This is an optimization exercise on Yosys and OpenROAD, whose aim is small area, a short achievable clock period and few clock cycles per item, not a production implementation. RTL that was checked went through simulation tests only; none was proved equivalent to the original.

==> flow/design.v (excerpt) <==
module cph_aes (
    input  wire         clk,
    input  wire         rst,          
    input  wire         in_valid,
    output wire         in_ready,
    input  wire [255:0] in_key,       
    input  wire [127:0] in_block,     
    output reg          out_valid,
    output wire [127:0] out_block     
);
    reg          s_busy;
    reg  [3:0]   s_round;             
    reg  [127:0] st;                  
    reg  [127:0] qa;                  
    reg  [127:0] qb;                  
    reg          p_busy;
    reg  [3:0]   p_round;             
    reg  [351:0] pm;                  
    reg  [127:0] ra, rb;              
    reg  [87:0] rm;                  
    wire load = !p_busy;
    assign in_ready  = load;
    assign out_block = st;
    genvar g;
    wire [351:0] pm_d;
    wire [87:0] rm_d;
    generate
        for (g = 0; g < 16; g = g + 1) begin : g_sbh
            aes_sbox_hi u_sb (.a(st[127 - 8*g -: 8]), .m(pm_d[351 - 22*g -: 22]));
        end
        for (g = 0; g < 4; g = g + 1) begin : g_ksbh
            aes_sbox_hi u_ksb (.a(qb[31 - 8*g -: 8]), .m(rm_d[87 - 22*g -: 22]));
        end
    endgenerate
    wire [127:0] sub;
  ...
Size in the first run: ~1100 flip-flops.
==> module g_mux2i, before the edit <==
module g_mux2i (input wire a, input wire b, input wire s, output wire y); assign y = ~(s ? b : a); endmodule
==> module cph_aes, before the edit <==
module cph_aes (
    input  wire         clk,
    input  wire         rst,          
    input  wire         in_valid,
    output wire         in_ready,
    input  wire [255:0] in_key,       
    input  wire [127:0] in_block,     
    output reg          out_valid,
    output wire [127:0] out_block     
);
    reg          s_busy;
    reg  [3:0]   s_round;             
    reg  [127:0] st;                  
    reg  [127:0] qa;                  
    reg  [127:0] qb;                  
    reg          p_busy;
    reg  [3:0]   p_round;             
    reg  [351:0] pm;                  
    reg  [127:0] ra, rb;              
    reg  [87:0] rm;                  
    wire load = !p_busy;
    assign in_ready  = load;
    assign out_block = st;
    genvar g;
    wire [351:0] pm_d;
    wire [87:0] rm_d;
    generate
        for (g = 0; g < 16; g = g + 1) begin : g_sbh
            aes_sbox_hi u_sb (.a(st[127 - 8*g -: 8]), .m(pm_d[351 - 22*g -: 22]));
        end
        for (g = 0; g < 4; g = g + 1) begin : g_ksbh
            aes_sbox_hi u_ksb (.a(qb[31 - 8*g -: 8]), .m(rm_d[87 - 22*g -: 22]));
        end
    endgenerate
    wire [127:0] sub;
    generate
        for (g = 0; g < 16; g = g + 1) begin : g_sbl
            aes_sbox_lo u_sb (.m(pm[351 - 22*g -: 22]), .y(sub[127 - 8*g -: 8]));
        end
    endgenerate
    wire [127:0] shf;
    generate
        for (g = 0; g < 16; g = g + 1) begin : g_sr
            assign shf[127 - 8*g -: 8] = sub[127 - 8*((g + 4*(g % 4)) % 16) -: 8];
        end
    endgenerate
    wire p_last = (p_round == 4'd14);
    wire mc_en  = !p_last && !load;
    wire [127:0] mg;           
    generate
        for (g = 0; g < 4; g = g + 1) begin : g_mc
            aes_mixcol u_mc (.c(shf[127 - 32*g -: 32]), .en(mc_en), .g(mg[127 - 32*g -: 32]));
        end
    endgenerate
    wire [127:0] rk_n, dat_n, rnd_out;
    generate
        for (g = 0; g < 128; g = g + 1) begin : g_ark
            wire x;
            g_mux2i u_k (.a(rb[g]),  .b(in_key[128 + g]), .s(load), .y(rk_n[g]));
            g_mux2i u_d (.a(shf[g]), .b(in_block[g]),     .s(load), .y(dat_n[g]));
            g_xor2  u_x (.a(dat_n[g]), .b(rk_n[g]), .y(x));
            g_xnor2 u_m (.a(x), .b(mg[g]), .y(rnd_out[g]));
        end
    endgenerate
    wire [31:0] ksub;
    generate
        for (g = 0; g < 4; g = g + 1) begin : g_ksbl
            aes_sbox_lo u_ksb (.m(rm[87 - 22*g -: 22]), .y(ksub[31 - 8*g -: 8]));
        end
    endgenerate
    reg [7:0] rcon;
    always @(*) begin
        case (p_round[3:1])
            3'd0:    rcon = 8'h01;
            3'd1:    rcon = 8'h02;
            3'd2:    rcon = 8'h04;
            3'd3:    rcon = 8'h08;
            3'd4:    rcon = 8'h10;
            3'd5:    rcon = 8'h20;
            3'd6:    rcon = 8'h40;
            default: rcon = 8'h80;
        endcase
    end
    wire [31:0] t = p_round[0] ? ({ksub[23:0], ksub[31:24]} ^ {rcon, 24'h0}) : ksub;
    wire [31:0] b0 = ra[127:96], b1 = ra[95:64], b2 = ra[63:32], b3 = ra[31:0];
    wire [31:0] c1, c2, c3, n0, n1, n2, n3;
    generate
        for (g = 0; g < 32; g = g + 1) begin : g_ks
            g_xor2  u_p1 (.a(b0[g]), .b(b1[g]), .y(c1[g]));     
            g_xor2  u_p2 (.a(c1[g]), .b(b2[g]), .y(c2[g]));     
            g_xor2  u_p3 (.a(c2[g]), .b(b3[g]), .y(c3[g]));     
            g_xnor2 u_n0 (.a(b0[g]), .b(t[g]),  .y(n0[g]));
            g_xor2  u_n1 (.a(c1[g]), .b(t[g]),  .y(n1[g]));
            g_xnor2 u_n2 (.a(c2[g]), .b(t[g]),  .y(n2[g]));
            g_xor2  u_n3 (.a(c3[g]), .b(t[g]),  .y(n3[g]));
        end
    endgenerate
    always @(posedge clk) begin
        if (rst) begin
            s_busy    <= 1'b0;
            p_busy    <= 1'b0;
            out_valid <= 1'b0;
            s_round   <= 4'd1;
            p_round   <= 4'd1;
        end else begin
            p_busy    <= s_busy;
            p_round   <= s_round;
            out_valid <= p_busy && p_last;
            if (load) begin
                s_busy  <= in_valid;
                s_round <= 4'd1;
            end else begin
                s_busy  <= !p_last;
                s_round <= p_round + 4'd1;
            end
        end
    end
    always @(posedge clk) begin
        pm <= pm_d;
        ra <= qa;
        rb <= qb;
        rm <= rm_d;
        st <= rnd_out;
        qa <= rk_n;
        qb <= load ? in_key[127:0] : {n0, n1, n2, n3};
    end
endmodule
Settings: LEC_CHECK=0, CAP_MARGIN=20, CORE_MARGIN=2, CORE_UTILIZATION=45, PLACE_DENSITY=0.6, SETUP_SLACK_MARGIN=4.5, SLEW_MARGIN=20, SYNTH_HIERARCHICAL=1, SYNTH_MINIMUM_KEEP_SIZE=0; clock period 8.0 ns.
standard.sh (not shown) runs the stock make flow with config.mk's settings and CLKGATE_MAP_FILE= SYNTH_SCRIPT=/design/flow/synth_recipe.tcl, a recipe that flattens the netlist after the stock synthesis.
==> flow/flow/run.sh <==
#!/bin/bash
# The standard layout, except that the port buffers are plain
# sky130_fd_sc_hd__buf_1 cells rather than the delay cells buffer_ports picks.
set -euo pipefail
bash standard.sh "BUFFER_PORTS_ARGS=-buffer_cell sky130_fd_sc_hd__buf_1" finish > standard_flow.log 2>&1
Testbench counts at the start, summed over its fixed seeds: cycles 48,634, items 3,238.
Then changed:
--- a/flow/design.v
+++ b/flow/design.v
@@ -3,5 +3,4 @@
 module g_nand2 (input wire a, input wire b, output wire y); assign y = ~(a & b); endmodule
 module g_nor2  (input wire a, input wire b, output wire y); assign y = ~(a | b); endmodule
-module g_mux2i (input wire a, input wire b, input wire s, output wire y); assign y = ~(s ? b : a); endmodule
 module aes_sbox_hi (
     input  wire [7:0]  a,
@@ -233,11 +232,11 @@
         end
     endgenerate
-    wire [127:0] rk_n, dat_n, rnd_out;
+    wire [127:0] rk  = load ? in_key[255:128] : rb;
+    wire [127:0] dat = load ? in_block : shf;
+    wire [127:0] rnd_out;
     generate
         for (g = 0; g < 128; g = g + 1) begin : g_ark
             wire x;
-            g_mux2i u_k (.a(rb[g]),  .b(in_key[128 + g]), .s(load), .y(rk_n[g]));
-            g_mux2i u_d (.a(shf[g]), .b(in_block[g]),     .s(load), .y(dat_n[g]));
-            g_xor2  u_x (.a(dat_n[g]), .b(rk_n[g]), .y(x));
+            g_xor2  u_x (.a(dat[g]), .b(rk[g]), .y(x));
             g_xnor2 u_m (.a(x), .b(mg[g]), .y(rnd_out[g]));
         end
@@ -263,15 +262,15 @@
     end
     wire [31:0] t = p_round[0] ? ({ksub[23:0], ksub[31:24]} ^ {rcon, 24'h0}) : ksub;
-    wire [31:0] b0 = ra[127:96], b1 = ra[95:64], b2 = ra[63:32], b3 = ra[31:0];
-    wire [31:0] c1, c2, c3, n0, n1, n2, n3;
+    wire [31:0] a0 = ra[127:96], a1 = ra[95:64], a2 = ra[63:32], a3 = ra[31:0];
+    wire [31:0] a01, a012, a0123, n0, n1, n2, n3;
     generate
         for (g = 0; g < 32; g = g + 1) begin : g_ks
-            g_xor2  u_p1 (.a(b0[g]), .b(b1[g]), .y(c1[g]));     
-            g_xor2  u_p2 (.a(c1[g]), .b(b2[g]), .y(c2[g]));     
-            g_xor2  u_p3 (.a(c2[g]), .b(b3[g]), .y(c3[g]));     
-            g_xnor2 u_n0 (.a(b0[g]), .b(t[g]),  .y(n0[g]));
-            g_xor2  u_n1 (.a(c1[g]), .b(t[g]),  .y(n1[g]));
-            g_xnor2 u_n2 (.a(c2[g]), .b(t[g]),  .y(n2[g]));
-            g_xor2  u_n3 (.a(c3[g]), .b(t[g]),  .y(n3[g]));
+            g_xor2 u_p1 (.a(a0[g]),   .b(a1[g]),  .y(a01[g]));
+            g_xor2 u_p2 (.a(a01[g]),  .b(a2[g]),  .y(a012[g]));
+            g_xor2 u_p3 (.a(a012[g]), .b(a3[g]),  .y(a0123[g]));
+            g_xor2 u_n0 (.a(a0[g]),   .b(t[g]),   .y(n0[g]));
+            g_xor2 u_n1 (.a(a01[g]),  .b(t[g]),   .y(n1[g]));
+            g_xor2 u_n2 (.a(a012[g]), .b(t[g]),   .y(n2[g]));
+            g_xor2 u_n3 (.a(a0123[g]),.b(t[g]),   .y(n3[g]));
         end
     endgenerate
@@ -302,5 +301,5 @@
         rm <= rm_d;
         st <= rnd_out;
-        qa <= rk_n;
+        qa <= rk;
         qb <= load ? in_key[127:0] : {n0, n1, n2, n3};
     end
- The changed run completed with no timing, DRC or antenna violations
- worst hold slack barely changes
- routed wire length decreases slightly
- setup slack improved by 0.073 ns
- final cell count came out higher slightly
- final area goes up slightly
- synthesized cell count rose slightly
- utilization shrinks by 0.53 points
- clock-buffer cell count came out lower by 4
- global-route usage went down by 0.70 points
Function not checked in the second run of this note: the RTL went through the layout flow alone.

## port drivers added, routing unchanged
The flow's constraints put no driver on any port. The routed layouts listed below were extracted and timed again, unchanged, in two steps.
Step 1 sets driving cells, clkbuf_16 on the clock port and buf_2 on the other inputs (assumed; they add their load-dependent delay and slew).
Step 2 moves the port delays by t, midway between the first and last clock arrival at a register: inputs arrive t later, outputs are due t later. That takes back most of the time a late clock gives input paths.
Slacks: ideal / step 1 / step 2; pairs: ideal / step 1.
| run | t, ns | slack for setup (ns) | worst setup path after step 2 | latest minus earliest clock arrival (ns) | cell pins on the clock port's net |
|---|---|---|---|---|---|
| the first run | 0.800 | 4.464 / 4.464 / 4.464 | register to register | 0.029 / 0.029 | 1 |
| the second run | 0.816 | 4.537 / 4.537 / 4.537 | register to register | 0.027 / 0.027 | 1 |
After both steps every run listed still meets setup and hold.
